Background: an optimization exercise with open tools, aiming at small area, a short achievable clock period and few clock cycles per item. Do not read the settings as production practice. The RTL was checked by simulation tests, not by an equivalence proof against the original design.

## the baseline
// cymal_xu
module cymal_xu (
    input             clk,
    input             rst,
    input             in_valid,
    output            in_ready,
    input      [31:0] in_insn,
    input      [31:0] in_a,
    input      [31:0] in_b,
    input      [31:0] in_c,
    output reg        out_valid,
    output reg  [1:0] out_cause,
    output reg        out_wr0,
    output reg        out_wr1,
    output reg [31:0] out_data0,
    output reg [31:0] out_data1
);
    localparam C_OK      = 2'd0;
    localparam C_RSVD_OP = 2'd1;
    localparam C_RSVD_BT = 2'd2;
    localparam C_FOREIGN = 2'd3;
    localparam O_ADD   = 6'd0,  O_SUB   = 6'd1,  O_AND   = 6'd2,  O_OR    = 6'd3;
    localparam O_XOR   = 6'd4,  O_ANDN  = 6'd5,  O_SHL   = 6'd6,  O_SHR   = 6'd7;
    localparam O_SAR   = 6'd8,  O_ROL   = 6'd9,  O_ROR   = 6'd10, O_EQ    = 6'd11;
    localparam O_NE    = 6'd12, O_LT    = 6'd13, O_LTU   = 6'd14, O_LE    = 6'd15;
    localparam O_LEU   = 6'd16, O_MIN   = 6'd17, O_MAX   = 6'd18, O_MINU  = 6'd19;
    localparam O_MAXU  = 6'd20, O_MUL   = 6'd21, O_MULH  = 6'd22, O_MULHU = 6'd23;
    localparam O_DIVS  = 6'd24, O_DIVU  = 6'd25, O_CARRY = 6'd26, O_BORROW= 6'd27;
    localparam O_ADDS  = 6'd28, O_SUBS  = 6'd29;
    localparam O_NEG   = 6'd32, O_NOT   = 6'd33, O_ABS   = 6'd34, O_CLZ   = 6'd35;
    localparam O_CTZ   = 6'd36, O_POPC  = 6'd37, O_PAR   = 6'd38, O_BREV  = 6'd39;
    localparam O_BREV8 = 6'd40, O_BSWAP = 6'd41, O_SEXTB = 6'd42, O_SEXTH = 6'd43;
    localparam O_ZEXTH = 6'd44, O_CRC32B= 6'd48, O_CRC32W= 6'd49, O_CRC16B= 6'd50;
    localparam O_SEL   = 6'd56, O_MOVY  = 6'd57, O_BITT  = 6'd58, O_NOP   = 6'd59;
    localparam Y_B = 0, Y_A = 1, Y_SX15 = 2, Y_ZX15 = 3, Y_SX5 = 4, Y_ZX5 = 5, Y_LUI = 6;
    reg  [5:0] i_op;
    reg        i_xa, i_xb;       
    reg  [6:0] i_ys;
    always @* begin
        i_op = O_NOP;
        i_xa = 1'b1;
        i_xb = 1'b0;
        i_ys = 7'd1 << Y_B;
        if (in_insn[31]) begin
            case (in_insn[14:10])
  ...
clock: 26.0 ns
lec_check: 0
abc_area: 1
cap_margin: 20
core_margin: 2
core_utilization: 45
place_density: 0.6
slew_margin: 20
tns_end_percent: 10
standard.sh (not shown) runs the stock make flow with config.mk's settings and CLKGATE_MAP_FILE= SYNTH_SCRIPT=/design/flow/synth_recipe.tcl, a recipe that flattens the netlist after the stock synthesis.
==> flow/flow/run.sh <==
#!/bin/bash
# Standard layout, with the timing repair steps aiming for a clock period of
# about 6.5 ns instead of stopping once the 26 ns constraint is met.
set -euo pipefail
bash standard.sh SETUP_SLACK_MARGIN=19.5 finish > standard_flow.log 2>&1
Testbench counts of the baseline, summed over its fixed seeds: cycles 85,275, insns 80,000.
What the candidate does differently from the baseline at the input level:
diff --git a/flow/design.v b/flow/design.v
--- a/flow/design.v
+++ b/flow/design.v
@@ -1090,14 +1090,14 @@
     wire [33:0] r_try2 = ks33({1'b0, r_mid}, ~{1'b0, dv_d[32:1]}, 1'b1);
     wire        r_fit2 = r_try2[33];
     wire [31:0] r_next = r_fit2 ? r_try2[31:0] : r_mid;
     wire [31:0] q_next = {(dv_first ? 30'd0 : out_data0[29:0]), r_fit1, r_fit2};
     wire        dv_need = dv_negq | dv_negr;
     wire        dv_last = dv_nph || (dv_cnt == 4'd0 && !dv_need);
-    wire [33:0] q_fin  = ks33({1'b0, out_data0 ^ {32{dv_negq}}}, 33'd0, dv_negq);
-    wire [33:0] r_fin  = ks33({1'b0, out_data1 ^ {32{dv_negr}}}, 33'd0, dv_negr);
+    wire [31:0] q_fin  = dv_negq ? (32'd0 - out_data0) : out_data0;
+    wire [31:0] r_fin  = dv_negr ? (32'd0 - out_data1) : out_data1;
     wire e2_div  = e2_v && e2_wr1;
     wire s1_hold = busy && (!dv_last || s1_div) || s1_div && e2_div;
     wire e1_go   = s1_v && !s1_hold && !(s1_mul && mpass);
     wire e1_div  = e1_go && s1_div && d_ok;
     wire s1_free = !s1_v || e1_go;
     wire busy_n  = e1_div ? !dv_none : (busy && !dv_last);
Going from the baseline to the candidate, highest clock frequency the design can meet lower; setup slack saw a decrease. [compare] base=the baseline new=the candidate: cell area after technology mapping shows a reduction of 0.87%; wire length barely changed. [compare] base=the baseline new=the candidate: design area now larger, via count of the routed design -210, post-synthesis share of cell area spent on xor and xnor gates -0.46 points, sequential share of layout area rose 0.26 points, net count after synthesis went down 2.0%. In the candidate, the multiplexer area fraction after synthesis came out 0.15 points below the value in the baseline. | clock period minus worst slack | the candidate vs the baseline | worse |.
Testbench counts of the candidate, summed over its fixed seeds: cycles 85,275, insns 80,000.

separate check: timing with driven ports:
The results above use ideal ports. As a check the final layouts listed here were re-extracted and re-timed, cells and wires unchanged.
Step 1 sets driving cells, clkbuf_16 on the clock port and buf_2 on the other inputs (assumed; they add their load-dependent delay and slew).
Step 2, shift: input delay + t, output delay - t, t = (earliest + latest rising clock arrival at the registers) / 2. This alone moves slack from input paths to output paths.
Slacks: ideal ports / drivers / drivers and shift; pairs: ideal ports / drivers.
run	t (ns)	slack for setup (ns)	latest minus earliest clock arrival (ns)
the baseline	0.678	19.086 / 19.086 / 18.512	0.050 / 0.050
the candidate	0.706	19.056 / 19.056 / 18.557	0.067 / 0.068
After both steps setup and hold are still met in every run listed. The setup slack of the baseline, which loses most, moves by 0.000 ns with the drivers and by -0.574 ns with both steps.
